Source: an optimization exercise on an open RTL-to-GDS flow (aim: small area, a short achievable clock period and few clock cycles per item). Production flows keep margins and buffers that such runs may drop.
At most, simulation tests tie the RTL to the original design; equivalence was not proved.
Function not checked in run 4: the RTL went through the layout flow alone.
No activity file was given, so power comes from the tool's default toggle rates.

### flow/config.mk
export PLATFORM = sky130hd
export DESIGN_NAME = desc_intake
export DESIGN_NICKNAME = desc_intake
export VERILOG_FILES = /design/flow/design.v
export SDC_FILE = /design/flow/constraint.sdc
export NUM_CORES = 4
export LEC_CHECK = 0
export CAP_MARGIN = 20
export CORE_MARGIN = 2
export CORE_UTILIZATION = 60
export CTS_CLUSTER_DIAMETER = 100
export CTS_CLUSTER_SIZE = 30
export PLACE_DENSITY = 0.75
export SETUP_SLACK_MARGIN = 4.5
export SLEW_MARGIN = 20
### flow/constraint.sdc
create_clock -name core_clock -period 7.0 [get_ports {clk}]
set_input_delay 1.4000 -clock core_clock [delete_from_list [all_inputs] [get_ports {clk}]]
set_output_delay 1.4000 -clock core_clock [all_outputs]
set_load 0.01 [all_outputs]
### flow/design.v
module desc_intake (
    input  wire        clk,
    input  wire        rst,
    input  wire [1:0]  variant,      
    input  wire        in_valid,
    output wire        in_ready,
    input  wire [31:0] in_data,
    input  wire [5:0]  in_ring,
    input  wire [63:0] in_now,
    input  wire        rel_valid,
    input  wire [6:0]  rel_slot,
    output reg         out_valid,
    input  wire        out_ready,
    output reg         out_accept,
    output reg  [7:0]  out_status,
    output reg  [31:0] out_result,
    output reg  [15:0] out_tag,
    output reg  [15:0] out_opcode,
    output reg  [5:0]  out_ring
);
    localparam [7:0] ST_DEADLINE_MISSED = 8'h03;
    localparam [7:0] ST_BAD_OPCODE      = 8'h10;
    localparam [7:0] ST_BAD_PARAM       = 8'h11;
    localparam [7:0] ST_BAD_CHECK       = 8'h12;
    localparam [7:0] ST_TAG_BUSY        = 8'h13;
    localparam [7:0] ST_UNIT_ABSENT     = 8'h14;
    localparam [31:0] SIXTY_S_LO = 32'hF847_5800;    
    localparam [31:0] SIXTY_S_HI = 32'h0000_000D;
    reg         in_ready_q;
    reg  [3:0]  word;         
    reg         v_q;          
    reg  [31:0] d_q;
    reg  [31:0] n_q;          
    reg  [5:0]  ring_q;
    wire take = in_valid && in_ready_q;
    assign in_ready = in_ready_q;
    reg  [15:0] st;           
    reg  [1:0]  variant_q;
    wire w0  = st[0];
    wire w1  = st[1];
    wire w14 = st[14];
    wire w15 = st[15];
    wire wp  = |st[13:6];     
    reg  [15:0] op_q;
    reg  [15:0] tag_q;
    reg  [2:0]  kind_q;       
    reg         kind_lo_q;    
    reg  [31:0] nb1_q, nb2_q;    
    reg         known_q;
    reg         rsv_q;
    reg         kind_ok_q, idx_gt_q;    
    reg         absent_q;
    reg         xc_q, xv31_q, yc_q;     
    reg         a_q;                    
    reg         z_lo_q;
    reg         time_q, late_q;
    reg         self_q;
    reg         busy_q;
    reg  [3:0]  gen_q;
    reg  [31:0] crc_q;
    reg         crc_ok_q;
    wire [31:0] x = crc_q ^ d_q;
    wire [31:0] crc_next;
    assign crc_next[0] = (((((x[1] ^ x[2]) ^ x[4]) ^ (x[5] ^ x[6])) ^ ((x[7] ^ x[9]) ^ (x[11] ^ x[14]))) ^ ((((x[15] ^ x[16]) ^ x[20]) ^ (x[23] ^ x[24])) ^ ((x[25] ^ x[26]) ^ (x[27] ^ x[28]))));
    assign crc_next[1] = (((((x[2] ^ x[3]) ^ x[5]) ^ (x[6] ^ x[7])) ^ ((x[8] ^ x[10]) ^ (x[12] ^ x[15]))) ^ ((((x[16] ^ x[17]) ^ x[21]) ^ (x[24] ^ x[25])) ^ ((x[26] ^ x[27]) ^ (x[28] ^ x[29]))));
    assign crc_next[2] = (((((x[3] ^ x[4]) ^ x[6]) ^ (x[7] ^ x[8])) ^ ((x[9] ^ x[11]) ^ (x[13] ^ x[16]))) ^ ((((x[17] ^ x[18]) ^ x[22]) ^ (x[25] ^ x[26])) ^ ((x[27] ^ x[28]) ^ (x[29] ^ x[30]))));
    assign crc_next[3] = (((((x[0] ^ x[4]) ^ x[5]) ^ (x[7] ^ x[8])) ^ (((x[9] ^ x[10]) ^ x[12]) ^ (x[14] ^ x[17]))) ^ ((((x[18] ^ x[19]) ^ x[23]) ^ (x[26] ^ x[27])) ^ ((x[28] ^ x[29]) ^ (x[30] ^ x[31]))));
    assign crc_next[4] = (((((x[0] ^ x[2]) ^ x[4]) ^ (x[7] ^ x[8])) ^ ((x[10] ^ x[13]) ^ (x[14] ^ x[16]))) ^ (((x[18] ^ x[19]) ^ (x[23] ^ x[25])) ^ ((x[26] ^ x[29]) ^ (x[30] ^ x[31]))));
    assign crc_next[5] = ((((x[0] ^ x[2]) ^ (x[3] ^ x[4])) ^ ((x[6] ^ x[7]) ^ (x[8] ^ x[16]))) ^ (((x[17] ^ x[19]) ^ (x[23] ^ x[25])) ^ ((x[28] ^ x[30]) ^ x[31])));
    assign crc_next[6] = ((((x[2] ^ x[3]) ^ (x[6] ^ x[8])) ^ ((x[11] ^ x[14]) ^ (x[15] ^ x[16]))) ^ (((x[17] ^ x[18]) ^ (x[23] ^ x[25])) ^ ((x[27] ^ x[28]) ^ (x[29] ^ x[31]))));
    assign crc_next[7] = (((((x[0] ^ x[1]) ^ x[2]) ^ (x[3] ^ x[5])) ^ ((x[6] ^ x[11]) ^ (x[12] ^ x[14]))) ^ ((((x[17] ^ x[18]) ^ x[19]) ^ (x[20] ^ x[23])) ^ ((x[25] ^ x[27]) ^ (x[29] ^ x[30]))));
    assign crc_next[8] = (((((x[1] ^ x[2]) ^ x[3]) ^ (x[4] ^ x[6])) ^ ((x[7] ^ x[12]) ^ (x[13] ^ x[15]))) ^ ((((x[18] ^ x[19]) ^ x[20]) ^ (x[21] ^ x[24])) ^ ((x[26] ^ x[28]) ^ (x[30] ^ x[31]))));
    assign crc_next[9] = (((((x[0] ^ x[1]) ^ x[3]) ^ (x[6] ^ x[8])) ^ ((x[9] ^ x[11]) ^ (x[13] ^ x[15]))) ^ ((((x[19] ^ x[21]) ^ x[22]) ^ (x[23] ^ x[24])) ^ ((x[26] ^ x[28]) ^ (x[29] ^ x[31]))));
    assign crc_next[10] = ((((x[5] ^ x[6]) ^ x[10]) ^ ((x[11] ^ x[12]) ^ x[15])) ^ (((x[22] ^ x[26]) ^ x[28]) ^ (x[29] ^ x[30])));
    assign crc_next[11] = ((((x[0] ^ x[6]) ^ x[7]) ^ ((x[11] ^ x[12]) ^ x[13])) ^ (((x[16] ^ x[23]) ^ x[27]) ^ ((x[29] ^ x[30]) ^ x[31])));
    assign crc_next[12] = (((((x[2] ^ x[4]) ^ x[5]) ^ (x[6] ^ x[8])) ^ (((x[9] ^ x[11]) ^ x[12]) ^ (x[13] ^ x[15]))) ^ ((((x[16] ^ x[17]) ^ x[20]) ^ (x[23] ^ x[25])) ^ ((x[26] ^ x[27]) ^ (x[30] ^ x[31]))));
    assign crc_next[13] = (((((x[0] ^ x[1]) ^ x[2]) ^ (x[3] ^ x[4])) ^ ((x[10] ^ x[11]) ^ (x[12] ^ x[13]))) ^ (((x[15] ^ x[17]) ^ (x[18] ^ x[20])) ^ ((x[21] ^ x[23]) ^ (x[25] ^ x[31]))));
    assign crc_next[14] = ((((x[3] ^ x[6]) ^ (x[7] ^ x[9])) ^ ((x[12] ^ x[13]) ^ (x[15] ^ x[18]))) ^ (((x[19] ^ x[20]) ^ (x[21] ^ x[22])) ^ ((x[23] ^ x[25]) ^ (x[27] ^ x[28]))));
    assign crc_next[15] = (((((x[0] ^ x[4]) ^ x[7]) ^ (x[8] ^ x[10])) ^ ((x[13] ^ x[14]) ^ (x[16] ^ x[19]))) ^ (((x[20] ^ x[21]) ^ (x[22] ^ x[23])) ^ ((x[24] ^ x[26]) ^ (x[28] ^ x[29]))));
    assign crc_next[16] = (((((x[0] ^ x[1]) ^ x[5]) ^ (x[8] ^ x[9])) ^ ((x[11] ^ x[14]) ^ (x[15] ^ x[17]))) ^ ((((x[20] ^ x[21]) ^ x[22]) ^ (x[23] ^ x[24])) ^ ((x[25] ^ x[27]) ^ (x[29] ^ x[30]))));
    assign crc_next[17] = (((((x[1] ^ x[2]) ^ x[6]) ^ (x[9] ^ x[10])) ^ ((x[12] ^ x[15]) ^ (x[16] ^ x[18]))) ^ ((((x[21] ^ x[22]) ^ x[23]) ^ (x[24] ^ x[25])) ^ ((x[26] ^ x[28]) ^ (x[30] ^ x[31]))));
    assign crc_next[18] = (((((x[0] ^ x[1]) ^ x[3]) ^ (x[4] ^ x[5])) ^ ((x[6] ^ x[9]) ^ (x[10] ^ x[13]))) ^ ((((x[14] ^ x[15]) ^ x[17]) ^ (x[19] ^ x[20])) ^ ((x[22] ^ x[28]) ^ (x[29] ^ x[31]))));
    assign crc_next[19] = ((((x[9] ^ x[10]) ^ x[18]) ^ ((x[21] ^ x[24]) ^ x[25])) ^ (((x[26] ^ x[27]) ^ x[28]) ^ (x[29] ^ x[30])));
    assign crc_next[20] = ((((x[10] ^ x[11]) ^ x[19]) ^ ((x[22] ^ x[25]) ^ x[26])) ^ (((x[27] ^ x[28]) ^ x[29]) ^ (x[30] ^ x[31])));
    assign crc_next[21] = ((((x[1] ^ x[2]) ^ (x[4] ^ x[5])) ^ ((x[6] ^ x[7]) ^ (x[9] ^ x[12]))) ^ (((x[14] ^ x[15]) ^ (x[16] ^ x[24])) ^ ((x[25] ^ x[29]) ^ (x[30] ^ x[31]))));
    assign crc_next[22] = (((((x[0] ^ x[1]) ^ x[3]) ^ (x[4] ^ x[8])) ^ ((x[9] ^ x[10]) ^ (x[11] ^ x[13]))) ^ ((((x[14] ^ x[17]) ^ x[20]) ^ (x[23] ^ x[24])) ^ ((x[27] ^ x[28]) ^ (x[30] ^ x[31]))));
    assign crc_next[23] = ((((x[6] ^ x[7]) ^ (x[10] ^ x[12])) ^ ((x[16] ^ x[18]) ^ x[20])) ^ (((x[21] ^ x[23]) ^ x[26]) ^ ((x[27] ^ x[29]) ^ x[31])));
    assign crc_next[24] = (((((x[0] ^ x[1]) ^ x[2]) ^ ((x[4] ^ x[5]) ^ x[6])) ^ (((x[8] ^ x[9]) ^ x[13]) ^ (x[14] ^ x[15]))) ^ ((((x[16] ^ x[17]) ^ x[19]) ^ (x[20] ^ x[21])) ^ (((x[22] ^ x[23]) ^ x[25]) ^ (x[26] ^ x[30]))));
    assign crc_next[25] = (((((x[1] ^ x[2]) ^ x[3]) ^ ((x[5] ^ x[6]) ^ x[7])) ^ (((x[9] ^ x[10]) ^ x[14]) ^ (x[15] ^ x[16]))) ^ ((((x[17] ^ x[18]) ^ x[20]) ^ (x[21] ^ x[22])) ^ (((x[23] ^ x[24]) ^ x[26]) ^ (x[27] ^ x[31]))));
    assign crc_next[26] = ((((x[0] ^ x[1]) ^ (x[3] ^ x[5])) ^ ((x[8] ^ x[9]) ^ (x[10] ^ x[14]))) ^ (((x[17] ^ x[18]) ^ (x[19] ^ x[20])) ^ ((x[21] ^ x[22]) ^ x[26])));
    assign crc_next[27] = ((((x[0] ^ x[1]) ^ (x[2] ^ x[4])) ^ ((x[6] ^ x[9]) ^ (x[10] ^ x[11]))) ^ (((x[15] ^ x[18]) ^ (x[19] ^ x[20])) ^ ((x[21] ^ x[22]) ^ (x[23] ^ x[27]))));
    assign crc_next[28] = (((((x[0] ^ x[1]) ^ x[2]) ^ (x[3] ^ x[5])) ^ ((x[7] ^ x[10]) ^ (x[11] ^ x[12]))) ^ (((x[16] ^ x[19]) ^ (x[20] ^ x[21])) ^ ((x[22] ^ x[23]) ^ (x[24] ^ x[28]))));
    assign crc_next[29] = (((((x[1] ^ x[2]) ^ x[3]) ^ (x[4] ^ x[6])) ^ ((x[8] ^ x[11]) ^ (x[12] ^ x[13]))) ^ (((x[17] ^ x[20]) ^ (x[21] ^ x[22])) ^ ((x[23] ^ x[24]) ^ (x[25] ^ x[29]))));
    assign crc_next[30] = (((((x[0] ^ x[2]) ^ x[3]) ^ (x[4] ^ x[5])) ^ ((x[7] ^ x[9]) ^ (x[12] ^ x[13]))) ^ ((((x[14] ^ x[18]) ^ x[21]) ^ (x[22] ^ x[23])) ^ ((x[24] ^ x[25]) ^ (x[26] ^ x[30]))));
    assign crc_next[31] = (((((x[0] ^ x[1]) ^ x[3]) ^ (x[4] ^ x[5])) ^ (((x[6] ^ x[8]) ^ x[10]) ^ (x[13] ^ x[14]))) ^ ((((x[15] ^ x[19]) ^ x[22]) ^ (x[23] ^ x[24])) ^ ((x[25] ^ x[26]) ^ (x[27] ^ x[31]))));
    reg          op_known;
    reg  [7:0]   op_kinds;
    reg  [4:0]   op_pid;
    always @* begin
        op_known = 1'b0;
        op_kinds = 8'h00;
        op_pid   = 5'd1;
        case (op_q)
          16'h0101: begin op_known = 1'b1; op_kinds = 8'h01; op_pid = 5'd0; end  
          16'h0102: begin op_known = 1'b1; op_kinds = 8'h01; op_pid = 5'd1; end  
          16'h0103: begin op_known = 1'b1; op_kinds = 8'h01; op_pid = 5'd2; end  
          16'h0104: begin op_known = 1'b1; op_kinds = 8'h01; op_pid = 5'd3; end  
          16'h0110: begin op_known = 1'b1; op_kinds = 8'h20; op_pid = 5'd4; end  
          16'h0111: begin op_known = 1'b1; op_kinds = 8'h20; op_pid = 5'd1; end  
          16'h0112: begin op_known = 1'b1; op_kinds = 8'h20; op_pid = 5'd1; end  
          16'h0113: begin op_known = 1'b1; op_kinds = 8'h40; op_pid = 5'd5; end  
          16'h0201: begin op_known = 1'b1; op_kinds = 8'h02; op_pid = 5'd6; end  
          16'h0202: begin op_known = 1'b1; op_kinds = 8'h02; op_pid = 5'd1; end  
          16'h0203: begin op_known = 1'b1; op_kinds = 8'h02; op_pid = 5'd0; end  
          16'h0204: begin op_known = 1'b1; op_kinds = 8'h02; op_pid = 5'd1; end  
          16'h0205: begin op_known = 1'b1; op_kinds = 8'h02; op_pid = 5'd0; end  
          16'h0301: begin op_known = 1'b1; op_kinds = 8'h08; op_pid = 5'd1; end  
          16'h0302: begin op_known = 1'b1; op_kinds = 8'h08; op_pid = 5'd1; end  
          16'h0303: begin op_known = 1'b1; op_kinds = 8'h08; op_pid = 5'd1; end  
          16'h0401: begin op_known = 1'b1; op_kinds = 8'h10; op_pid = 5'd6; end  
          16'h0402: begin op_known = 1'b1; op_kinds = 8'h01; op_pid = 5'd1; end  
          16'h0403: begin op_known = 1'b1; op_kinds = 8'h01; op_pid = 5'd7; end  
          16'h0404: begin op_known = 1'b1; op_kinds = 8'h01; op_pid = 5'd1; end  
          16'h0501: begin op_known = 1'b1; op_kinds = 8'h01; op_pid = 5'd8; end  
          16'h0502: begin op_known = 1'b1; op_kinds = 8'h01; op_pid = 5'd1; end  
          16'h0503: begin op_known = 1'b1; op_kinds = 8'h01; op_pid = 5'd1; end  
          16'h0504: begin op_known = 1'b1; op_kinds = 8'h01; op_pid = 5'd9; end  
          16'h0601: begin op_known = 1'b1; op_kinds = 8'h01; op_pid = 5'd6; end  
          16'h0602: begin op_known = 1'b1; op_kinds = 8'h01; op_pid = 5'd1; end  
          16'h0603: begin op_known = 1'b1; op_kinds = 8'h01; op_pid = 5'd1; end  
          16'h0604: begin op_known = 1'b1; op_kinds = 8'h01; op_pid = 5'd10; end  
          16'h0701: begin op_known = 1'b1; op_kinds = 8'h02; op_pid = 5'd11; end  
          16'h0702: begin op_known = 1'b1; op_kinds = 8'h02; op_pid = 5'd1; end  
          16'h0801: begin op_known = 1'b1; op_kinds = 8'h01; op_pid = 5'd0; end  
          16'h0901: begin op_known = 1'b1; op_kinds = 8'h01; op_pid = 5'd12; end  
          16'h0902: begin op_known = 1'b1; op_kinds = 8'h01; op_pid = 5'd0; end  
          16'h0903: begin op_known = 1'b1; op_kinds = 8'h01; op_pid = 5'd13; end  
          16'h0A01: begin op_known = 1'b1; op_kinds = 8'h01; op_pid = 5'd14; end  
          16'h0A02: begin op_known = 1'b1; op_kinds = 8'h01; op_pid = 5'd9; end  
          16'h0B01: begin op_known = 1'b1; op_kinds = 8'h01; op_pid = 5'd1; end  
          16'h0B02: begin op_known = 1'b1; op_kinds = 8'h01; op_pid = 5'd1; end  
          16'h0C01: begin op_known = 1'b1; op_kinds = 8'h80; op_pid = 5'd0; end  
          16'h0C02: begin op_known = 1'b1; op_kinds = 8'h80; op_pid = 5'd15; end  
          16'h0C03: begin op_known = 1'b1; op_kinds = 8'h01; op_pid = 5'd6; end  
          16'h0D01: begin op_known = 1'b1; op_kinds = 8'h01; op_pid = 5'd3; end  
          16'h0D02: begin op_known = 1'b1; op_kinds = 8'h0B; op_pid = 5'd16; end  
          16'h0D03: begin op_known = 1'b1; op_kinds = 8'h01; op_pid = 5'd1; end  
            default: ;
        endcase
    end
    reg  [4:0]   pid_q;
    wire [255:0] pid_pmask =
        ({256{pid_q == 5'd0}} & 256'h00000000000000000000000000000000000000000000000000000000FFFFFFFF) |
        ({256{pid_q == 5'd1}} & 256'h0000000000000000000000000000000000000000000000000000000000000000) |
        ({256{pid_q == 5'd2}} & 256'h000000000000000000000000000000000000000000000000FFFFFFFFFFFFFFFF) |
        ({256{pid_q == 5'd3}} & 256'h00000000000000000000000000000000FFFFFFFFFFFFFFFF00000000FFFFFFFF) |
        ({256{pid_q == 5'd4}} & 256'h000000000000000000000000000000000001FFFF3F3FFF01FFFFFFFFFFFFFFFF) |
        ({256{pid_q == 5'd5}} & 256'h0000000000000000000000000000000000000003FFFFFFFFFFFFFFFFFFFFFFFF) |
        ({256{pid_q == 5'd6}} & 256'h000000000000000000000000000000000000000000000000000000000000FFFF) |
        ({256{pid_q == 5'd7}} & 256'h0000000000000000000000000000000000000000000000000000FFFFFFFF000F) |
        ({256{pid_q == 5'd8}} & 256'h0000000000000000000000000000000000000000000000000000FFFFFFFFFFFF) |
        ({256{pid_q == 5'd9}} & 256'h00000000000000000000000000000000000000000000000000000000000000FF) |
        ({256{pid_q == 5'd10}} & 256'h00000000000000000000000000000000000000000000000000000000FFFF00FF) |
        ({256{pid_q == 5'd11}} & 256'h00000000000000000000000000000000FFFFFFFFFFFFFFFFFFFFFFFFFFFFFFFF) |
        ({256{pid_q == 5'd12}} & 256'h00000000000000000000000000000000FFFFFFFFFFFFFFFF0000FFFFFFFFFFFF) |
        ({256{pid_q == 5'd13}} & 256'h000000000000000000000000FFFFFFFFFFFFFFFFFFFFFFFFFFFFFFFF000000FF) |
        ({256{pid_q == 5'd14}} & 256'h000000000000000000000000000000000000000000000000FFFFFFFFFFFF00FF) |
        ({256{pid_q == 5'd15}} & 256'h000000000000000000000000000000FFFFFFFFFFFFFFFFFFFFFFFFFFFFFFFFFF) |
        ({256{pid_q == 5'd16}} & 256'h000000000000000000000000000000000000000000000000FFFFFFFF000000FF);
    reg  [31:0] pmask_w;
    integer     j;
    always @* begin
        pmask_w = 32'd0;
        for (j = 0; j < 8; j = j + 1)
            if (st[6 + j])
                pmask_w = pmask_w | pid_pmask[j*32 +: 32];
    end
    wire [15:0] idx = d_q[31:16];
    reg  [7:0] kind_max;
    always @* begin
        case (kind_q)
            3'd0: kind_max = 8'd0;
            3'd1: kind_max = 8'd15;
            3'd2: kind_max = 8'd31;
            3'd3: kind_max = 8'd23;
            3'd4: kind_max = 8'd3;
            3'd5: kind_max = 8'd63;
            default: kind_max = 8'd7;
        endcase
    end
    wire idx_gt = idx > {8'd0, kind_max};
    reg        has_path, has_gauge, has_tdm, has_down;
    reg  [5:0] n_rails, n_phases, n_switches;
    always @* begin
        case (variant_q)
            2'd0:    begin has_path = 1'b1; has_gauge = 1'b1; has_tdm = 1'b1; has_down = 1'b1;
                           n_rails = 6'd16; n_phases = 6'd32; n_switches = 6'd24; end
            2'd1:    begin has_path = 1'b0; has_gauge = 1'b0; has_tdm = 1'b1; has_down = 1'b1;
                           n_rails = 6'd16; n_phases = 6'd24; n_switches = 6'd24; end
            default: begin has_path = 1'b0; has_gauge = 1'b0; has_tdm = 1'b0; has_down = 1'b0;
                           n_rails = 6'd8;  n_phases = 6'd16; n_switches = 6'd12; end
        endcase
    end
    reg absent;
    always @* begin
        if (op_q[15:8] == 8'h05)
            absent = !has_path;
        else if (op_q[15:8] == 8'h06)
            absent = !has_gauge;
        else if (op_q[15:8] == 8'h0B)
            absent = !has_tdm;
        else if (op_q == 16'h0C01 || op_q == 16'h0C02)
            absent = !has_down;
        else if (kind_lo_q && kind_q == 3'd1)
            absent = idx >= {10'd0, n_rails};
        else if (kind_lo_q && kind_q == 3'd2)
            absent = idx >= {10'd0, n_phases};
        else if (kind_lo_q && kind_q == 3'd3)
            absent = idx >= {10'd0, n_switches};
        else
            absent = 1'b0;
    end
    function carry32(input [31:0] a, input [31:0] b, input ci);
        reg [31:0] g, p;
        integer i, l;
        begin
            g = a & b;
            p = a | b;
            for (l = 1; l < 32; l = l * 2)
                for (i = 0; i < 32; i = i + 2 * l) begin
                    g[i + 2*l - 1] = g[i + 2*l - 1] | (p[i + 2*l - 1] & g[i + l - 1]);
                    p[i + 2*l - 1] = p[i + 2*l - 1] & p[i + l - 1];
                end
            carry32 = g[31] | (p[31] & ci);
        end
    endfunction
    wire [31:0] xk = st[2] ? ~SIXTY_S_LO : st[3] ? ~SIXTY_S_HI : 32'hFFFFFFFF;
    wire [31:0] xu = d_q ^ ~n_q ^ xk;
    wire [31:0] xv = (d_q & ~n_q) | (d_q & xk) | (~n_q & xk);
    wire        x_lo = carry32(xu, {xv[30:0], 1'b1}, st[4]);    
    wire        x_hi = xv[31] && carry32(xu, {xv[30:0], xv31_q}, xc_q);
    wire        y_lo = carry32(nb2_q, ~d_q, 1'b0);
    wire        y_hi = carry32(nb2_q, ~d_q, yc_q);
    wire        dl_set = !(z_lo_q && (d_q == 32'd0));
    wire after_bad = d_q[31] ? ((d_q & 32'h7FFFF080) != 32'd0) : (d_q[30:0] != 31'd0);
    wire prm_bad   = known_q && ((d_q & ~pmask_w) != 32'd0);
    always @(posedge clk) begin
        d_q <= in_data;
        n_q <= word[0] ? in_now[63:32] : in_now[31:0];
        if (take && word == 4'd15)
            ring_q <= in_ring;
        if (rst || w15)
            crc_q <= 32'hFFFFFFFF;
        else if (v_q)
            crc_q <= crc_next;
        if (w15)
            crc_ok_q <= (crc_q == ~d_q);
        if (w0) begin
            op_q      <= d_q[15:0];
            kind_q    <= d_q[26:24];
            kind_lo_q <= (d_q[31:27] == 5'd0);
            rsv_q     <= (d_q[23:18] != 6'd0) || (d_q[31:27] != 5'd0);
        end
        if (w1) begin
            tag_q    <= d_q[15:0];
            known_q  <= op_known;
            pid_q    <= op_pid;
            kind_ok_q <= op_kinds[kind_q];
            idx_gt_q  <= idx_gt;
            absent_q <= absent;
            if ((d_q[15:12] != 4'd0) || d_q[7])
                rsv_q <= 1'b1;
        end
        if (st[2] || st[4]) begin
            xc_q   <= x_lo;
            xv31_q <= xv[31];
        end
        if (st[2] || st[3])
            nb1_q <= d_q;
        if (st[3] || st[4])
            nb2_q <= nb1_q;
        if (st[3])
            a_q <= x_hi;
        if (st[4]) begin
            yc_q   <= y_lo;
            z_lo_q <= d_q == 32'd0;
        end
        if (st[5]) begin
            time_q <= a_q || (dl_set && y_hi);
            late_q <= dl_set && !x_hi;
        end
        if (wp && prm_bad)
            rsv_q <= 1'b1;
        if (w14) begin
            self_q <= d_q[31] && (d_q[6:0] == tag_q[6:0]);
            if (after_bad)
                rsv_q <= 1'b1;
        end
    end
    reg  [127:0] bring;       
    reg          sb_q;        
    reg          rel_q;
    reg  [6:0]   rel_slot_q;
    reg  [511:0] gring;
    reg  [2:0]   p;
    reg          pw_v;        
    wire [6:0] pw_slot = out_tag[6:0];
    wire [3:0] pw_gen  = out_tag[11:8];
    wire       rel_hit = rel_q && rel_slot_q == tag_q[6:0];
    reg  pend;        
    reg  vr;          
    wire load = vr && !out_valid;
        wire admin_err = (op_q[15:8] == 8'h01) && (ring_q != 6'd0);
    reg        v_accept;
    reg  [7:0] v_status;
    reg [31:0] v_result;
    always @* begin
        v_accept = 1'b0;
        v_status = 8'h00;
        v_result = 32'd0;
        if (!crc_ok_q)
            v_status = ST_BAD_CHECK;
        else if (rsv_q) begin
            v_status = ST_BAD_PARAM; v_result = 32'h8000_0001;
        end else if (!known_q)
            v_status = ST_BAD_OPCODE;
        else if (admin_err) begin
            v_status = ST_BAD_PARAM; v_result = 32'h8000_0005;
        end else if (busy_q) begin
            v_status = ST_TAG_BUSY;  v_result = {16'd0, 4'd0, gen_q, 1'b0, tag_q[6:0]};
        end else if (time_q) begin
            v_status = ST_BAD_PARAM; v_result = 32'h8000_0002;
        end else if (late_q)
            v_status = ST_DEADLINE_MISSED;
        else if (self_q) begin
            v_status = ST_BAD_PARAM; v_result = 32'h8000_0003;
        end else if (!kind_ok_q || idx_gt_q) begin
            v_status = ST_BAD_PARAM; v_result = 32'h8000_0004;
        end else if (absent_q)
            v_status = ST_UNIT_ABSENT;
        else
            v_accept = 1'b1;
    end
    wire [3:0] word_n      = take ? word + 4'd1 : word;
    wire       pend_n      = (take && word == 4'd15) || (pend && !load);
    wire       out_valid_n = load || (out_valid && !out_ready);
    always @(posedge clk) begin
        if (rst) begin
            word       <= 4'd0;
            v_q        <= 1'b0;
            st         <= 16'd0;
            pend       <= 1'b0;
            vr         <= 1'b0;
            out_valid  <= 1'b0;
            in_ready_q <= 1'b1;
            rel_q      <= 1'b0;
            p          <= 3'd0;
        end else begin
            word       <= word_n;
            v_q        <= take;
            st         <= take ? (16'd1 << word) : 16'd0;
            pend       <= pend_n;
            vr         <= w15 || (vr && !load);
            out_valid  <= out_valid_n;
            in_ready_q <= !(word_n == 4'd0 && pend_n && out_valid_n);
            rel_q      <= rel_valid;
            p          <= p + 3'd1;
        end
        rel_slot_q <= rel_slot;
        variant_q  <= variant;
    end
    always @(posedge clk) begin
        if (load) begin
            out_accept <= v_accept;
            out_status <= v_status;
            out_result <= v_result;
            out_tag    <= tag_q;
            out_opcode <= op_q;
            out_ring   <= ring_q;
        end
    end
    wire [2:0] rel_pos = rel_slot_q[6:4] - p;    
    integer r, j2;
    always @(posedge clk) begin
        for (r = 0; r < 16; r = r + 1) begin
            gring[r*32 +: 28] <= gring[r*32 + 4 +: 28];
            for (j2 = 0; j2 < 7; j2 = j2 + 1)
                bring[r*8 + j2] <= bring[r*8 + j2 + 1] &&
                    !(rst || (rel_q && rel_slot_q[3:0] == r[3:0] && rel_pos == j2[2:0] + 3'd1));
            if (pw_v && pw_slot == {p, r[3:0]}) begin
                gring[r*32 + 28 +: 4] <= pw_gen;
                bring[r*8 + 7] <= !(rst || (rel_q && rel_slot_q[3:0] == r[3:0] && rel_pos == 3'd0));
            end else begin
                gring[r*32 + 28 +: 4] <= gring[r*32 +: 4];
                bring[r*8 + 7] <= bring[r*8] &&
                    !(rst || (rel_q && rel_slot_q[3:0] == r[3:0] && rel_pos == 3'd0));
            end
        end
        if (rst)
            pw_v <= 1'b0;
        else if (load && v_accept)
            pw_v <= 1'b1;
        else if (pw_slot[6:4] == p || (rel_q && rel_slot_q == pw_slot))
            pw_v <= 1'b0;
        if (rst)
            sb_q <= 1'b0;
        else if (p == tag_q[6:4])
            sb_q <= ((pw_v && pw_slot == tag_q[6:0]) || bring[{tag_q[3:0], 3'd0}]) && !rel_hit;
        else
            sb_q <= sb_q && !rel_hit;
        if (take && word == 4'd15)
            busy_q <= sb_q && !rel_hit;
        if (p == tag_q[6:4]) begin
            if (pw_v && pw_slot == tag_q[6:0])
                gen_q <= pw_gen;
            else
                gen_q <= gring[{tag_q[3:0], 5'd0} +: 4];
        end
    end
endmodule
### flow/run.sh
#!/bin/bash
# synth_recipe.tcl (not shown) runs the flow's synth.tcl, then flattens the netlist and writes it again
# the make line also repeats each setting of config.mk as NAME=value (left out here)
make -C /OpenROAD-flow-scripts/flow DESIGN_CONFIG=/design/flow/config.mk WORK_HOME=/design/flow/orfs CLKGATE_MAP_FILE= SYNTH_SCRIPT=/design/flow/synth_recipe.tcl finish
==> results of run 1 <==
[metal layers]
layer  GRT usage, %  part of all wire [%]  routed length [um]
met1           36.1                    41               33400
met2           48.5                    49               40100
met3           4.04                   5.6                4650
met4           12.9                   5.1                4200
met5              0                 0.033                  27
[per-stage QoR]
stage | hold slack [ps] | worst slack [ps] | std cells | cell area [um^2]
floorplan | 310 | 4490 | 2641 | 33200
global placement | 310 | 3580 | 3441 | 35500
global route | 334 | 4190 | 3649 | 38900
CTS | 328 | 4210 | 3570 | 37700
finish | 326 | 4250 | 3649 | 38900
detailed placement | 312 | 3450 | 3441 | 35500
[layout make-up]
type | instances | share of cell area, %
flip-flops and latches | 961 | 54.4
inverters | 98 | 0.971
clock buffers | 57 | 2.68
clock inverters | 7 | 0.379
well taps | 704 | 2.26
repair buffers | 350 | 7.61
multi-input cells | 1472 | 31.7
[registers in the layout, indices dropped and copies added, names as in the netlist, 32 cells and up]
| register | cells |
|---|---|
| gring | 512 |
| nb2_q | 32 |
| nb1_q | 32 |
| d_q | 32 |
| crc_q | 32 |
| bring | 128 |
| n_q | 32 |
[cells in the mapped netlist (24+ instances only)]
cell      instances
a21oi_1         175
buf_4            24
clkbuf_1         77
dfxtp_1         777
edfxtp_1        184
ha_1             52
inv_1            98
mux2_2          100
mux4_2           25
nand2_1          64
nand2b_1        151
nand3_1          28
nand4_1          25
nor2_1          118
nor2b_1          28
nor3_1           34
o21ai_0          52
xnor2_1         242
xor2_1           57
[cells by family (layout without fill, tap and decap cells)]
kind of cell,after synthesis,in the layout,share of synthesized area (%)
flops,961,961,63.7
simple gates,562,562,9.36
compound gates,365,365,6.74
xor+xnor,322,322,9.31
buf+inv,208,512,2.64
mux,129,129,5.23
fa+ha+maj,70,70,3.00
other cells,1,24,0.0113
[power breakdown]
part,switching (mW),internal (mW),leakage (nW)
combinational,2.44,2.45,6.46
sequential,0.147,5.74,7.96
clock,1.68,1.10,0.565
[what timing repair did]
| action | CTS | global route |
|---|---|---|
| setup endpoints to repair | 201 | 187 |
| pin swaps | 32 | 54 |
| buffers inserted | 65 | 78 |
| gates resized for setup | 381 | 115 |
| cloned | 0 | 1 |
| endpoints found under the hold margin | 0 | 0 |
[path summary, 6_finish.rpt]
kind                            from            endpoint  slack (ps)  depth (start not counted)
hold reg to reg   gring[391]$_DFF_P_  gring[387]$_DFF_P_         330                          0
setup reg to reg    st[2]$_SDFF_PP0_    late_q$_DFFE_PP_        4250                          9
setup / recovery    st[2]$_SDFF_PP0_    late_q$_DFFE_PP_        4250                          9
hold / removal    gring[391]$_DFF_P_  gring[387]$_DFF_P_         330                          0
==> results.json, run 1 <==
{
  "diodes": 0,
  "max-vdd-ir-drop_mv": 0.242,
  "cts_hold_buf": 0,
  "finalMaxSlewViolations": 0,
  "ioPinCount": 197,
  "initial_core_util_pct": 60.4,
  "final.setup_skew_ps": 29.4,
  "yosysSeqAreaShare_pct": 63.7,
  "yosys.area.top_type_share_pct": 47.0,
  "core_region_area_mm2": 0.0548,
  "track_usage_pct": 28.5,
  "arrival_ps": 3120,
  "p_leak_nw": 15.0,
  "fp.dieArea_mm2": 0.0570,
  "p_total_mw": 13.6,
  "ys.flop_type": "dfxtp_1",
  "crit_path_cell_trace": "buf_6, fa_1, a222oi_1, nand3_1, a221oi_2, and4_1, nand3_1, nand4_1, a21boi_4",
  "clkSlewWorstSetupHoldPaths_ps": 110,
  "multi_input_area_mm2": 0.0124,
  "grt_pass1_vias": 20563,
  "max-slew-margin-rel_pct": 36.5,
  "tightestPinTransition_ps": 945,
  "clock-sinks": 961,
  "clk_latency_ps": 620,
  "cts-root-buf": "clkbuf_16",
  "first_pass_iters": 6,
  "layout_common_cells": "744 x dfxtp_1, 203 x xnor2_1, 184 x edfxtp_1, 171 x a21oi_1, 159 x buf_4",
  "cpMaxStageDelayCell": "fa_1",
  "min_period_over_period_pct": 39.3,
  "synth_seq_cells": 961,
  "layout_commonest_cell": "dfxtp_1",
  "grt_first_pass_wirelength_um": 122000,
  "cp_common_cell": "nand3_1",
  "drc": 0,
  "final_core_util_pct": 71.1,
  "syn_inst": 2618,
  "rows": 86,
  "synth_edf_count": 184,
  "syn_area_per_cell_um2": 12.6,
  "regArea_mm2": 0.0212,
  "fin_nets": 3106,
  "hold_viol": 0,
  "status": "finished clean",
  "ys_types": 81,
  "fmax_mhz": 363,
  "worstSetupPathType": "reg2reg",
  "synth_top_cell_by_area": "dfxtp_1",
  "path_buf_inv": 1,
  "max_stage_delay_ps": 480,
  "hold_path.class": "reg2reg",
  "netlist_area_mm2": 0.0331,
  "drive_gt1_share_pct": 20.2,
  "path_max_fanout": 3,
  "power.density_mw_per_mm2": 348,
  "die_y_um": 239,
  "drt-initial-drc-count": 1617,
  "ys_warn_count": 1,
  "async_flop_share_pct": 0,
  "cp_top_family": "compound AO/OA/AOI/OAI gates",
  "via_count": 20561,
  "cap_violations": 0,
  "route.detailed.wl_per_inst_um": 22.6,
  "cp.required_ps": 7370,
  "dp_hpwl_um": 56200,
  "cts_made_buffers": 39,
  "io_buffers": 172,
  "vias_per_cell": 5.63,
  "fin_crit_ps": 2750,
  "cts_max_level": 2,
  "end_kind": "flop",
  "cts_tree": "yes",
  "nFillCells": 3741,
  "start_kind": "flop",
  "wirelength_um": 82400,
  "clock_path_buffers": 3,
  "detail-route-antenna-nets": 0,
  "finalSetupViolations": 0,
  "synth_area_leaders": "dfxtp_1 47%, edfxtp_1 17%, xnor2_1 6.4%",
  "rsz0062_at_grt": "true",
  "area_delta_synth_final_pct": 17.7,
  "antenna_found_initial": 3,
  "grt_max_degree": 147,
  "finalSetupTns_ps": 0,
  "fp.dieW_um": 239,
  "overflow": 0,
  "gp_congestion": 0.925
}
Testbench counts, summed over its fixed seeds: cycles 51,224, items 3,200.
==> run 2: changes to the inputs <==
--- a/flow/config.mk
+++ b/flow/config.mk
@@ -7,9 +7,9 @@
 export LEC_CHECK = 0
 export CAP_MARGIN = 20
 export CORE_MARGIN = 2
-export CORE_UTILIZATION = 60
+export CORE_UTILIZATION = 40
 export CTS_CLUSTER_DIAMETER = 100
 export CTS_CLUSTER_SIZE = 30
-export PLACE_DENSITY = 0.75
+export PLACE_DENSITY = 0.6
 export SETUP_SLACK_MARGIN = 4.5
 export SLEW_MARGIN = 20
==> results.json, run 2 <==
{
  "status": "finished clean",
  "fin_nets": 3121,
  "yosysSeqAreaShare_pct": 63.7,
  "initial_core_util_pct": 40.4,
  "ioPinCount": 197,
  "clock_path_buffers": 3,
  "fin_ws_ps": 4270,
  "final_area_mm2": 0.0395,
  "clkSlewWorstSetupHoldPaths_ps": 110,
  "fin_crit_ps": 2730,
  "largest-register": "gring",
  "regArea_mm2": 0.0212,
  "hold_path.class": "reg2reg",
  "pwr-share-seq_pct": 43.0,
  "cts-root-buf": "clkbuf_16",
  "fp.dieW_um": 292,
  "placed_cell_area_mm2": 0.0360,
  "min_period_over_period_pct": 39.0,
  "gp_congestion": 0.932,
  "reg2reg_from": "st[2]$_SDFF_PP0_",
  "largest_reg_flops": 512,
  "grt_max_degree": 135,
  "wirelength_um": 86800,
  "end_kind": "output port",
  "vias_per_cell": 5.03,
  "synth.top_cells.by_count": "777 x dfxtp_1, 242 x xnor2_1, 184 x edfxtp_1",
  "layout_commonest_cell": "dfxtp_1",
  "dp.cells": 3811,
  "antenna_found_initial": 4,
  "detail-route-antenna-nets": 0,
  "cap_violations": 0,
  "worstSetupPathType": "reg2out",
  "drive_gt1_share_pct": 20.3,
  "fp.dieArea_mm2": 0.0850,
  "p_sw_mw": 4.30,
  "ys_warn_count": 1,
  "max-vdd-ir-drop_mv": 0.220,
  "dp_hpwl_um": 59400,
  "path_buf_inv": 1,
  "layout.cells.non_filler": 4032,
  "layout_common_cells": "745 x dfxtp_1, 206 x xnor2_1, 184 x edfxtp_1, 174 x a21oi_1, 174 x buf_4",
  "power.density_mw_per_mm2": 346,
  "clk_latency_ps": 640,
  "min_from": "gring[301]$_DFF_P_",
  "cts_hold_buf": 0,
  "p_leak_nw": 15.0,
  "rsz0062_at_grt": "true",
  "hold_depth": 0,
  "grt_pass1_vias": 20467,
  "cpMaxStageDelayCell": "edfxtp_1",
  "drt-initial-drc-count": 1459,
  "final.setup_skew_ps": 36.2,
  "power_frac_clock_pct": 21.3,
  "cts_made_buffers": 41,
  "max_stage_delay_ps": 520,
  "r2r_cells": 9,
  "io_buffers": 172,
  "cp_top_family": "flip-flops",
  "ys_types": 81,
  "syn_inst": 2618,
  "fmax_mhz": 366,
  "p_comb_share_pct": 35.7,
  "via_count": 20284,
  "first_pass_iters": 5,
  "ys.flop_type": "dfxtp_1",
  "p_total_mw": 13.7,
  "netlist_area_mm2": 0.0331,
  "arrival_ps": 1330,
  "p_int_mw": 9.37,
  "reg2reg_slack_ps": 4320,
  "reg_top3": "gring: 512 flops, bring: 128 flops",
  "syn_area_per_cell_um2": 12.6,
  "grt_first_pass_wirelength_um": 129000,
  "cts_tree": "yes",
  "yosys.area.top_type_share_pct": 47.0,
  "synth_seq_cells": 961,
  "cts_max_level": 2,
  "start_kind": "flop",
  "r2r_end": "late_q$_DFFE_PP_",
  "finalSetupViolations": 0,
  "p_sw_share_pct": 31.5,
  "async_flop_share_pct": 0,
  "finalMaxSlewViolations": 0,
  "clock-sinks": 961,
  "yosys.cell_count.top_type": "dfxtp_1",
  "die_y_um": 292,
  "route.detailed.wl_per_inst_um": 21.5,
  "cp.required_ps": 5600,
  "finalSetupTns_ps": 0,
  "rows": 105,
  "nFillCells": 7304,
  "core_region_area_mm2": 0.0820,
  "synth_top_cell_by_area": "dfxtp_1",
  "max-slew-margin-rel_pct": 27.7,
  "drc": 0,
  "hold_viol": 0,
  "area_delta_synth_final_pct": 19.5,
  "place_ws_ps": 3500,
  "multi_input_area_mm2": 0.0123,
  "overflow": 0,
  "synth_area_leaders": "dfxtp_1 47%, edfxtp_1 17%, xnor2_1 6.4%",
  "synth_edf_count": 184,
  "holdPathEnd": "gring[297]$_DFF_P_",
  "path_max_fanout": 2,
  "track_usage_pct": 20.1,
  "crit_path_cell_trace": "buf_2",
  "tightestPinTransition_ps": 1080
}
==> run 2: cell types whose count changed in the layout (fill, tap and decap cells not counted), moves of 4 or more <==
cell      before  now
buf_4        159  174
clkbuf_1      18   14
ha_1          48   44
ha_4           3    7
nor3_1        25   29
nor3_4         5    0
o21ai_0       42   47
xnor2_2       29   24
==> run 2: area by class of cell <==
class                   count  area share [%]
diodes                      1         0.00633
clock buffers              56            2.76
clock inverters            11           0.532
inverters                  98           0.959
multi-input cells        1472            31.1
flip-flops and latches    961            53.5
well taps                1070            3.39
repair buffers            363            7.76
==> run 2: power by group through the flow <==
stage                     clock [mW]  sequential (mW)  combinational, mW
after floorplan                    0             5.93               3.47
after global placement             0             5.98               4.41
after detailed placement           0             5.99               4.38
after CTS                       3.01             5.87               4.65
after global routing            3.20             5.89               5.22
final                           2.91             5.87               4.88
==> run 2: worst max-delay path by stage <==
stage                     slack (ps)                 start  cells past startpoint               endpoint
after global placement          3490              in_valid                      6  in_ready_q$_SDFF_PP1_
after detailed placement        3500              in_valid                      6  in_ready_q$_SDFF_PP1_
after global routing            4210  out_tag[9]$_DFFE_PP_                      1             out_tag[9]
after floorplan                 4490      st[2]$_SDFF_PP0_                     10          a_q$_DFFE_PP_
after CTS                       4220  out_tag[9]$_DFFE_PP_                      1             out_tag[9]
final                           4270  out_tag[9]$_DFFE_PP_                      1             out_tag[9]
==> run 2: worst register-to-register path: stages, from the launching register on <==
cell      delay (ps)
dfxtp_4          400
buf_6            140
fa_1             460
a222oi_1         420
nand3_1          190
a221oi_4         290
and4_1           260
nand3_1           70
nand4_1          140
a21boi_2          70
==> run 2: what timing repair did <==
action / in CTS / in global routing
resized for setup: 403 / 62
endpoints found under the setup margin: 231 / 239
endpoints found under the hold margin: 0 / 0
buffers inserted: 79 / 73
pin swaps: 33 / 48
==> run 2: metal layers <==
layer	vias up	GRT usage (%)	wire, um
met5	-	0	12
li1	9574	-	-
met3	115	2.25	4060
met1	9996	26.8	38300
met2	597	34.3	41900
met4	2	6.11	2500
==> run 2: per-stage QoR <==
stage / hold slack (ps) / utilization, %
global route: 328 / 48.2
finish: 319 / 48.2
detailed placement: 312 / 44.0
CTS: 315 / 47.0
floorplan: 310 / -
global placement: 310 / 43.9
==> run 2: cells by family after synthesis <==
group | after synthesis | share of synthesized area [%]
adder cells (fa/ha/maj) | 70 | 3.00
other | 1 | 0.0113
AND/OR/NAND/NOR | 562 | 9.36
buffers and inverters | 208 | 2.64
flip-flops | 961 | 63.7
multiplexers | 129 | 5.23
AO/OA/AOI/OAI | 365 | 6.74
XOR/XNOR | 322 | 9.31
==> run 3: changes to the inputs <==
==> flow/flow/run.sh (new file) <==
#!/bin/bash
# The standard layout, with plain buffers (rather than the resizer's pick of a
# delay cell) on the ports.
export BUFFER_PORTS_ARGS="-buffer_cell sky130_fd_sc_hd__buf_2"
bash standard.sh > standard.log 2>&1
==> flow/standard.sh (new file) <==
#!/bin/bash
# synth_recipe.tcl (not shown) runs the flow's synth.tcl, then flattens the netlist and writes it again
# the make line also repeats each setting of config.mk as NAME=value (left out here)
make -C /OpenROAD-flow-scripts/flow DESIGN_CONFIG=/design/flow/config.mk WORK_HOME=/design/flow/orfs CLKGATE_MAP_FILE= SYNTH_SCRIPT=/design/flow/synth_recipe.tcl "${@:-finish}"
removed: flow/run.sh
==> results.json, run 3 <==
{
  "cp.required_ps": 5600,
  "via_count": 20352,
  "cts-root-buf": "clkbuf_16",
  "place_ws_ps": 3770,
  "max_stage_delay_ps": 520,
  "overflow": 0,
  "layout_commonest_cell": "dfxtp_1",
  "yosys.cell_count.top_type": "dfxtp_1",
  "io_buffers": 172,
  "drt-initial-drc-count": 1488,
  "gp_congestion": 0.952,
  "fin_crit_ps": 2720,
  "core_region_area_mm2": 0.0820,
  "initial_core_util_pct": 40.4,
  "crit_path_cell_trace": "buf_6",
  "max-slew-margin-rel_pct": 24.5,
  "cts_tree": "yes",
  "status": "finished clean",
  "grt_pass1_vias": 19985,
  "cts_max_level": 2,
  "rsz0062_at_grt": "true",
  "clkSlewWorstSetupHoldPaths_ps": 110,
  "path_max_fanout": 2,
  "fin_ws_ps": 4280,
  "min_period_over_period_pct": 38.9,
  "cap_violations": 0,
  "fmax_mhz": 367,
  "cts_made_buffers": 40,
  "final_area_mm2": 0.0388,
  "max-vdd-ir-drop_mv": 0.242,
  "yosys.area.top_type_share_pct": 47.0,
  "arrival_ps": 1320,
  "syn_inst": 2618,
  "grt_max_degree": 135,
  "synth_seq_cells": 961,
  "layout.cells.non_filler": 4007,
  "route.detailed.wl_per_inst_um": 21.5,
  "final.setup_skew_ps": 32.3,
  "clock-sinks": 961,
  "clock_path_buffers": 3,
  "ys_types": 81,
  "p_leak_nw": 14.9,
  "largest-register": "gring",
  "placed_cell_area_mm2": 0.0352,
  "synth-compound-area-share_pct": 6.74,
  "largest_reg_flops": 512,
  "hold_path.class": "reg2reg",
  "ys.flop_type": "dfxtp_1",
  "end_kind": "output port",
  "tightestPinTransition_ps": 1120,
  "first_pass_iters": 5,
  "reg_top3": "gring: 512 flops, bring: 128 flops",
  "synth.top_cells.by_count": "777 x dfxtp_1, 242 x xnor2_1, 184 x edfxtp_1",
  "antenna_found_initial": 3,
  "netlist_area_mm2": 0.0331,
  "cpMaxStageDelayCell": "edfxtp_1",
  "worstSetupPathType": "reg2out",
  "vias_per_cell": 5.08,
  "drive_gt1_share_pct": 23.9,
  "die_y_um": 292,
  "synth_top_cell_by_area": "dfxtp_1",
  "synth_xor_area_share_pct": 9.31,
  "synth_top_family_by_area": "simple AND/OR/NAND/NOR gates",
  "syn_area_per_cell_um2": 12.6,
  "synth-simple-area-share_pct": 9.36,
  "finalSetupTns_ps": 0,
  "rows": 105,
  "holdWs_ps": 314,
  "async_flop_share_pct": 0,
  "clk_latency_ps": 630,
  "path_buf_inv": 1,
  "hold_viol": 0,
  "cts_hold_buf": 0,
  "muxShareOfSynthArea_pct": 5.23,
  "layout_common_cells": "746 x dfxtp_1, 201 x xnor2_1, 184 x edfxtp_1, 173 x a21oi_1, 161 x buf_2",
  "synth_area_leaders": "dfxtp_1 47%, edfxtp_1 17%, xnor2_1 6.4%",
  "track_usage_pct": 19.8,
  "grt_first_pass_wirelength_um": 128000,
  "wirelength_um": 86200,
  "detail-route-antenna-nets": 0,
  "ys_warn_count": 1,
  "fp.dieArea_mm2": 0.0850,
  "drc": 0,
  "synth_edf_count": 184,
  "dp.cells": 3811,
  "fp.dieW_um": 292,
  "ioPinCount": 197,
  "start_kind": "flop",
  "power.density_mw_per_mm2": 352,
  "area_delta_synth_final_pct": 17.2,
  "yosysSeqAreaShare_pct": 63.7,
  "dp_hpwl_um": 59500,
  "cp_top_family": "flip-flops",
  "fin_nets": 3097,
  "finalMaxSlewViolations": 0,
  "finalSetupViolations": 0,
  "diodes": 0,
  "synth_fa_ha_area_share_pct": 3.00
}
-- run 3: cell counts after synthesis --
Identical to the previous run, type by type.
-- run 3: routing by layer --
layer | global-route usage [%] | wire length (um) | vias to the layer above
met5 | 0 | 13 | -
met4 | 6.39 | 3050 | 2
met3 | 2.51 | 4150 | 144
met2 | 32.6 | 40400 | 632
met1 | 27.1 | 38600 | 10040
li1 | - | - | 9534
-- run 3: kinds of logic (layout without fill, tap and decap cells) --
kind of cell	after synthesis	in the layout
adders and majority gates	70	70
other	1	24
DFF	961	961
buffers and inverters	208	504
muxes	129	129
xor gates and xnor gates	322	322
and+or+nand+nor	562	562
AOI/OAI and AO/OA	365	365
-- run 3: timing repair --
action | 4_1_cts | 5_1_grt
resized for setup | 163 | 94
setup buffers | 67 | 63
endpoints found under the hold margin | 0 | 0
pin swaps | 30 | 52
endpoints found under the setup margin | 251 | 259
-- run 3: layout make-up --
type                       instances  area, um^2
inverter                          98         375
timing repair buffer             340        2320
tap                             1070        1340
fill                            7394       43200
clock buffer                      53        1050
clock inverter                    13         179
multi-input combinational       1472       12400
sequential                       961       21200
-- run 3: final timing paths --
check	startpoint	end	slack, ps	cells past startpoint
max	out_tag[11]$_DFFE_PP_	out_tag[11]	4280	1
min	gring[274]$_DFF_P_	gring[270]$_DFF_P_	310	0
max reg2reg	st[2]$_SDFF_PP0_	late_q$_DFFE_PP_	4290	9
min reg2reg	gring[274]$_DFF_P_	gring[270]$_DFF_P_	310	0
-- run 3: metrics by stage --
stage	utilization (%)	total power, mW
3_5_place_dp	42.9	10.4
3_3_place_gp	42.9	10.4
5_1_grt	47.3	14.3
6_report	47.3	13.7
4_1_cts	46.1	13.5
2_1_floorplan	-	9.40
-- run 3: power by group --
group	leakage (nW)	total, mW	switching (mW)	internal, mW
Clock	0.594	2.84	1.72	1.12
Combinational	6.39	4.95	2.48	2.47
Sequential	7.96	5.88	0.145	5.74
==> run 4: changes to the inputs <==
--- a/flow/design.v
+++ b/flow/design.v
@@ -304,8 +304,8 @@
     reg  [511:0] gring;
     reg  [2:0]   p;
     reg          pw_v;        
-    wire [6:0] pw_slot = out_tag[6:0];
-    wire [3:0] pw_gen  = out_tag[11:8];
+    reg  [6:0] pw_slot;       
+    reg  [3:0] pw_gen;
     wire       rel_hit = rel_q && rel_slot_q == tag_q[6:0];
     reg  pend;        
     reg  vr;          
@@ -375,6 +375,8 @@
             out_status <= v_status;
             out_result <= v_result;
             out_tag    <= tag_q;
+            pw_slot    <= tag_q[6:0];
+            pw_gen     <= tag_q[11:8];
             out_opcode <= op_q;
             out_ring   <= ring_q;
         end
==> flow/run.sh (new file) <==
#!/bin/bash
# synth_recipe.tcl (not shown) runs the flow's synth.tcl, then flattens the netlist and writes it again
# the make line also repeats each setting of config.mk as NAME=value (left out here)
make -C /OpenROAD-flow-scripts/flow DESIGN_CONFIG=/design/flow/config.mk WORK_HOME=/design/flow/orfs CLKGATE_MAP_FILE= SYNTH_SCRIPT=/design/flow/synth_recipe.tcl finish
removed: flow/flow/run.sh
removed: flow/standard.sh
==> results.json, run 4 <==
{
  "status": "finished clean",
  "overflow": 0,
  "synth-simple-area-share_pct": 8.68,
  "largest_reg_flops": 512,
  "finalSetupViolations": 0,
  "async_flop_share_pct": 0,
  "reg_top3": "gring: 512 flops, bring: 128 flops",
  "cts_tree": "yes",
  "clk_latency_ps": 650,
  "yosys.area.top_type_share_pct": 46.6,
  "min_period_over_period_pct": 39.8,
  "synth_edf_count": 184,
  "tightestPinTransition_ps": 1050,
  "p_total_mw": 13.9,
  "synth_seq_cells": 961,
  "dp_hpwl_um": 57700,
  "path_depth": 1,
  "layout_commonest_cell": "dfxtp_1",
  "clock-sinks": 961,
  "fin_nets": 3071,
  "synth_xor_area_share_pct": 10.1,
  "nFillCells": 7178,
  "layout_common_cells": "735 x dfxtp_1, 184 x edfxtp_1, 162 x a21oi_1, 157 x xnor2_1, 154 x buf_4",
  "die_y_um": 293,
  "fp.dieArea_mm2": 0.0857,
  "first_pass_iters": 5,
  "netlist_area_mm2": 0.0334,
  "antenna_found_initial": 2,
  "ys_warn_count": 1,
  "p_leak_nw": 15.4,
  "fin_crit_ps": 2780,
  "fp.dieW_um": 293,
  "cts-root-buf": "clkbuf_16",
  "muxShareOfSynthArea_pct": 6.09,
  "syn_inst": 2579,
  "vias_per_cell": 5.04,
  "path_buf_inv": 1,
  "synth.top_cells.by_count": "777 x dfxtp_1, 196 x xnor2_1, 184 x edfxtp_1",
  "via_count": 20071,
  "synth_top_family_by_area": "XOR/XNOR gates",
  "cpMaxStageDelayCell": "edfxtp_1",
  "yosys.cell_count.top_type": "dfxtp_1",
  "grt_pass1_vias": 19790,
  "reg2reg_slack_ps": 4270,
  "cp.required_ps": 5600,
  "rows": 105,
  "syn_area_per_cell_um2": 12.9,
  "ys_types": 81,
  "area_delta_synth_final_pct": 19.9,
  "hold_viol": 0,
  "yosysSeqAreaShare_pct": 63.2,
  "r2r_end": "late_q$_DFFE_PP_",
  "grt_max_degree": 129,
  "initial_core_util_pct": 40.5,
  "ioPinCount": 197,
  "diodes": 0,
  "power.density_mw_per_mm2": 347,
  "ys.flop_type": "dfxtp_1",
  "rsz0062_at_grt": "true",
  "detail-route-antenna-nets": 0,
  "clock_path_buffers": 3,
  "grt_first_pass_wirelength_um": 125000,
  "max-slew-margin-rel_pct": 29.8,
  "hold_path.class": "reg2reg",
  "cts_max_level": 2,
  "core_region_area_mm2": 0.0824,
  "synth_fa_ha_area_share_pct": 3.09,
  "drt-initial-drc-count": 1354,
  "io_buffers": 172,
  "max-vdd-ir-drop_mv": 0.228,
  "arrival_ps": 1380,
  "final.setup_skew_ps": 46.7,
  "synth-compound-area-share_pct": 6.22,
  "cts_made_buffers": 40,
  "reg2reg_from": "st[2]$_SDFF_PP0_",
  "synth_area_leaders": "dfxtp_1 47%, edfxtp_1 17%, xnor2_1 5.1%",
  "clkSlewWorstSetupHoldPaths_ps": 110,
  "worstSetupPathType": "reg2out",
  "finalSetupTns_ps": 0,
  "fmax_mhz": 359,
  "crit_start": "out_tag[10]$_DFFE_PP_",
  "gp_congestion": 0.938,
  "drc": 0,
  "path_max_fanout": 3,
  "largest-register": "gring",
  "route.detailed.wl_per_inst_um": 21.0,
  "drive_gt1_share_pct": 21.4,
  "finalMaxSlewViolations": 0,
  "synth_top_cell_by_area": "dfxtp_1",
  "wirelength_um": 83800,
  "end_kind": "output port",
  "r2r_cells": 9,
  "cp_top_family": "flip-flops",
  "start_kind": "flop",
  "crit_path_end": "out_tag[10]",
  "crit_path_cell_trace": "buf_2",
  "max_stage_delay_ps": 540,
  "track_usage_pct": 19.2,
  "cap_violations": 0
}
## run 4: final cells by class
cell class                 instances  area, um^2  area share (%)
sequential                       961       21200            53.0
multi-input combinational       1436       12800            31.9
timing repair buffer             350        3050            7.62
tap                             1070        1340            3.35
clock buffer                      58        1090            2.73
inverter                          98         378           0.945
clock inverter                     9         170           0.426
## run 4: power by group
group	leakage, nW	internal, mW	switching [mW]
logic	6.79	2.76	2.33
registers	7.96	5.73	0.163
clock network	0.603	1.18	1.72
## run 4: through the flow
stage / std cells / util, % / hold slack (ps) / setup WS [ps] / area (um^2)
6_report: 3982 / 48.5 / 313 / 4220 / 40000
5_1_grt: 3982 / 48.5 / 330 / 4180 / 40000
4_1_cts: 3911 / 47.1 / 326 / 4180 / 38800
3_5_place_dp: 3760 / 44.0 / 312 / 3590 / 36300
3_3_place_gp: 3760 / 44.0 / 310 / 3610 / 36300
2_1_floorplan: 2602 / - / 310 / 4380 / 33500
## run 4: timing repair
| action | in CTS | in global routing |
|---|---|---|
| gates cloned | 0 | 0 |
| pin swaps | 39 | 60 |
| hold buffers | 0 | 0 |
| resized for setup | 396 | 119 |
| setup endpoints to repair | 257 | 202 |
| buffers inserted | 84 | 71 |
## run 4: worst min path at each step
stage / cells after the start / slack, ps / from / to
6_report: 0 / 310 / gring[166]$_DFF_P_ / gring[162]$_DFF_P_
5_1_grt: 0 / 330 / gring[326]$_DFF_P_ / gring[322]$_DFF_P_
4_1_cts: 0 / 330 / gring[319]$_DFF_P_ / gring[315]$_DFF_P_
3_5_place_dp: 0 / 310 / gring[262]$_DFF_P_ / gring[258]$_DFF_P_
3_3_place_gp: 0 / 310 / gring[233]$_DFF_P_ / gring[229]$_DFF_P_
2_1_floorplan: 0 / 310 / gring[4]$_DFF_P_ / gring[0]$_DFF_P_
## run 4: logic make-up (layout without fill, tap and decap cells)
family | after synthesis | count (layout)
other | 1 | 24
buffers and inverters | 205 | 515
xor gates and xnor gates | 303 | 303
adders and majority gates | 74 | 74
AOI/OAI and AO/OA | 333 | 333
and+or+nand+nor | 543 | 543
DFF | 961 | 961
muxes | 159 | 159
## run 4: metal layers
metal,vias to the layer above,global-route usage (%),share of wire (%)
met2,588,30.1,45
li1,9437,-,-
met3,112,2.51,5.1
met1,9934,28.3,48
met5,-,0,0
met4,0,4.39,2.4
==> run 5: changes to the inputs <==
--- a/flow/design.v
+++ b/flow/design.v
@@ -304,8 +304,8 @@
     reg  [511:0] gring;
     reg  [2:0]   p;
     reg          pw_v;        
-    reg  [6:0] pw_slot;       
-    reg  [3:0] pw_gen;
+    wire [6:0] pw_slot = out_tag[6:0];
+    wire [3:0] pw_gen  = out_tag[11:8];
     wire       rel_hit = rel_q && rel_slot_q == tag_q[6:0];
     reg  pend;        
     reg  vr;          
@@ -375,8 +375,6 @@
             out_status <= v_status;
             out_result <= v_result;
             out_tag    <= tag_q;
-            pw_slot    <= tag_q[6:0];
-            pw_gen     <= tag_q[11:8];
             out_opcode <= op_q;
             out_ring   <= ring_q;
         end
--- a/flow/config.mk
+++ b/flow/config.mk
@@ -7,9 +7,9 @@
 export LEC_CHECK = 0
 export CAP_MARGIN = 20
 export CORE_MARGIN = 2
-export CORE_UTILIZATION = 40
+export CORE_UTILIZATION = 45
 export CTS_CLUSTER_DIAMETER = 100
 export CTS_CLUSTER_SIZE = 30
-export PLACE_DENSITY = 0.6
-export SETUP_SLACK_MARGIN = 4.5
+export PLACE_DENSITY = 0.65
+export SETUP_SLACK_MARGIN = 4.4
 export SLEW_MARGIN = 20
==> results.json, run 5 <==
{
  "status": "finished clean",
  "fp.dieW_um": 275,
  "placed_cell_area_mm2": 0.0359,
  "path_max_fanout": 4,
  "max-slew-margin-rel_pct": 31.7,
  "end_kind": "flop",
  "dp_hpwl_um": 56800,
  "initial_core_util_pct": 45.4,
  "route.detailed.wl_per_inst_um": 21.4,
  "syn_inst": 2618,
  "synth.top_cells.by_count": "777 x dfxtp_1, 242 x xnor2_1, 184 x edfxtp_1",
  "finalMaxSlewViolations": 0,
  "fin_nets": 3065,
  "tightestPinTransition_ps": 1020,
  "die_y_um": 275,
  "largest_reg_flops": 512,
  "synth_top_family_by_area": "simple AND/OR/NAND/NOR gates",
  "met3_usage_pct": 2.92,
  "reg2reg_slack_ps": 4230,
  "max-vdd-ir-drop_mv": 0.231,
  "nFillCells": 6143,
  "reg_top3": "gring: 512 flops, bring: 128 flops",
  "gr-max-usage-layer": "met2",
  "netlist_area_mm2": 0.0331,
  "fp.dieArea_mm2": 0.0757,
  "fin_crit_ps": 2770,
  "worstSetupPathType": "reg2reg",
  "synth-compound-area-share_pct": 6.74,
  "yosys.cell_count.top_type": "dfxtp_1",
  "start_kind": "flop",
  "ys.flop_type": "dfxtp_1",
  "rsz0062_at_grt": "true",
  "async_flop_share_pct": 0,
  "antenna_found_initial": 3,
  "grt_pass1_vias": 19758,
  "clkSlewWorstSetupHoldPaths_ps": 110,
  "ioPinCount": 197,
  "io_buffers": 172,
  "regArea_mm2": 0.0211,
  "syn_area_per_cell_um2": 12.6,
  "drive_gt1_share_pct": 17.4,
  "area_delta_synth_final_pct": 16.2,
  "layout_commonest_cell": "dfxtp_1",
  "diodes": 0,
  "muxShareOfSynthArea_pct": 5.23,
  "clk_latency_ps": 630,
  "ys_types": 81,
  "hold_path.class": "reg2reg",
  "final_area_mm2": 0.0385,
  "synth_seq_cells": 961,
  "rows": 99,
  "cp.required_ps": 7370,
  "synth_top_cell_by_area": "dfxtp_1",
  "finalSetupTns_ps": 0,
  "gp_congestion": 0.914,
  "track_usage_pct": 21.5,
  "wirelength_um": 82600,
  "fmax_mhz": 361,
  "drc": 0,
  "synth_area_leaders": "dfxtp_1 47%, edfxtp_1 17%, xnor2_1 6.4%",
  "use_met1_pct": 28.5,
  "drt-initial-drc-count": 1563,
  "vias_per_cell": 5.19,
  "p_leak_nw": 14.6,
  "first_pass_iters": 6,
  "largest-register": "gring",
  "layout_common_cells": "756 x dfxtp_1, 216 x xnor2_1, 184 x edfxtp_1, 175 x a21oi_1, 151 x nand2b_1",
  "cap_violations": 0,
  "grt_first_pass_wirelength_um": 123000,
  "yosys.area.top_type_share_pct": 47.0,
  "grt_max_degree": 88,
  "cts_made_buffers": 39,
  "core_region_area_mm2": 0.0728,
  "overflow": 0,
  "min_period_over_period_pct": 39.6,
  "final.setup_skew_ps": 26.8,
  "clock-sinks": 961,
  "via_count": 20060,
  "synth_edf_count": 184,
  "use_met2_pct": 36.5,
  "power.density_mw_per_mm2": 349,
  "synth_fa_ha_area_share_pct": 3.00,
  "finalSetupViolations": 0,
  "cts_tree": "yes",
  "cts_hold_buf": 0,
  "cts-root-buf": "clkbuf_16",
  "hold_viol": 0,
  "cts_max_level": 2,
  "multi_input_area_mm2": 0.0120,
  "ys_warn_count": 1,
  "clock_path_buffers": 3,
  "yosysSeqAreaShare_pct": 63.7,
  "synth-simple-area-share_pct": 9.36,
  "synth_xor_area_share_pct": 9.31,
  "arrival_ps": 3140,
  "detail-route-antenna-nets": 0
}
[run 5: per-stage QoR]
stage	cells	setup slack (ps)	power, mW	util (%)	hold slack [ps]
floorplan	2641	4410	9.40	-	310
global placement	3707	3580	10.4	49.3	310
detailed placement	3707	3600	10.4	49.3	312
CTS	3819	4180	13.3	51.7	313
global route	3865	4180	14.0	52.8	324
finish	3865	4230	13.4	52.8	325
[run 5: repair_timing]
action	in CTS	in global routing
buffers inserted	46	46
resized for setup	328	71
gates cloned	0	0
pin swaps	17	23
setup endpoints to repair	203	136
[run 5: worst paths after layout]
| check | startpoint | end | depth (start not counted) |
|---|---|---|---|
| hold / removal | gring[350]$_DFF_P_ | gring[346]$_DFF_P_ | 0 |
| hold reg to reg | gring[350]$_DFF_P_ | gring[346]$_DFF_P_ | 0 |
| setup / recovery | st[2]$_SDFF_PP0_ | late_q$_DFFE_PP_ | 9 |
| setup reg to reg | st[2]$_SDFF_PP0_ | late_q$_DFFE_PP_ | 9 |
[run 5: logic make-up (layout without fill, tap and decap cells)]
| family | count (synthesis) | after routing |
|---|---|---|
| multiplexers | 129 | 129 |
| other | 1 | 24 |
| adder cells (fa/ha/maj) | 70 | 70 |
| AO/OA/AOI/OAI | 365 | 365 |
| AND/OR/NAND/NOR | 562 | 562 |
| flip-flops | 961 | 961 |
| buffers and inverters | 208 | 473 |
| XOR/XNOR | 322 | 322 |
[run 5: cell type report]
type / instances / share of cell area (%)
inverter: 98 / 0.976
multi-input combinational: 1472 / 31.2
sequential: 961 / 54.9
tap: 959 / 3.12
clock buffer: 57 / 2.77
timing repair buffer: 309 / 6.67
clock inverter: 9 / 0.351
[run 5: report_power, final]
| group | internal [mW] | total [mW] | switching (mW) |
|---|---|---|---|
| registers | 5.74 | 5.86 | 0.125 |
| clock network | 1.12 | 2.82 | 1.70 |
| logic | 2.35 | 4.76 | 2.41 |
[run 5: per-layer routing]
layer	part of all wire, %	wire length, um
met4	3.1	2580
met1	44	36400
met3	4.8	3990
met5	0	0
met2	48	39600
[run 5: worst max-delay path, stage by stage, from the launching register on]
cell and delay, ps:
dfxtp_4 440, buf_8 150, fa_2 450, a222oi_1 390, nand3_1 210, a221oi_4 330
o211ai_1 180, nand3_1 140, a21oi_1 80, a21boi_2 170
Testbench counts of run 5, summed over its fixed seeds: cycles 51,224, items 3,200.

## port drivers added, routing unchanged
How much do the figures lean on ideal ports? The routed layouts below were timed once more, with nothing changed but the port constraints. Step 1, drivers: a clkbuf_16 drives clk and a buf_2 each remaining input, both assumed. Step 2 moves the port delays by t, midway between the first and last clock arrival at a register: inputs arrive t later, outputs are due t later. That takes back most of the time a late clock gives input paths. a / b / c = ideal ports / drivers / drivers and shift; a / b = the first two.
run | shift t [ns] | slack for setup (ns) | worst data-port slew with drivers (ns)
run 1 | 0.667 | 4.246 / 4.202 / 3.962 | 0.09
run 2 | 0.682 | 4.267 / 4.203 / 4.010 | 0.07
run 3 | 0.681 | 4.277 / 4.213 / 3.988 | 0.05
run 4 | 0.684 | 4.215 / 4.151 / 3.995 | 0.10
run 5 | 0.677 | 4.228 / 4.228 / 3.883 | 0.06
After both steps setup and hold are still met in every run listed. For run 5, which loses most, drivers alone change the setup slack by 0.000 ns; drivers and shift together by -0.345 ns.
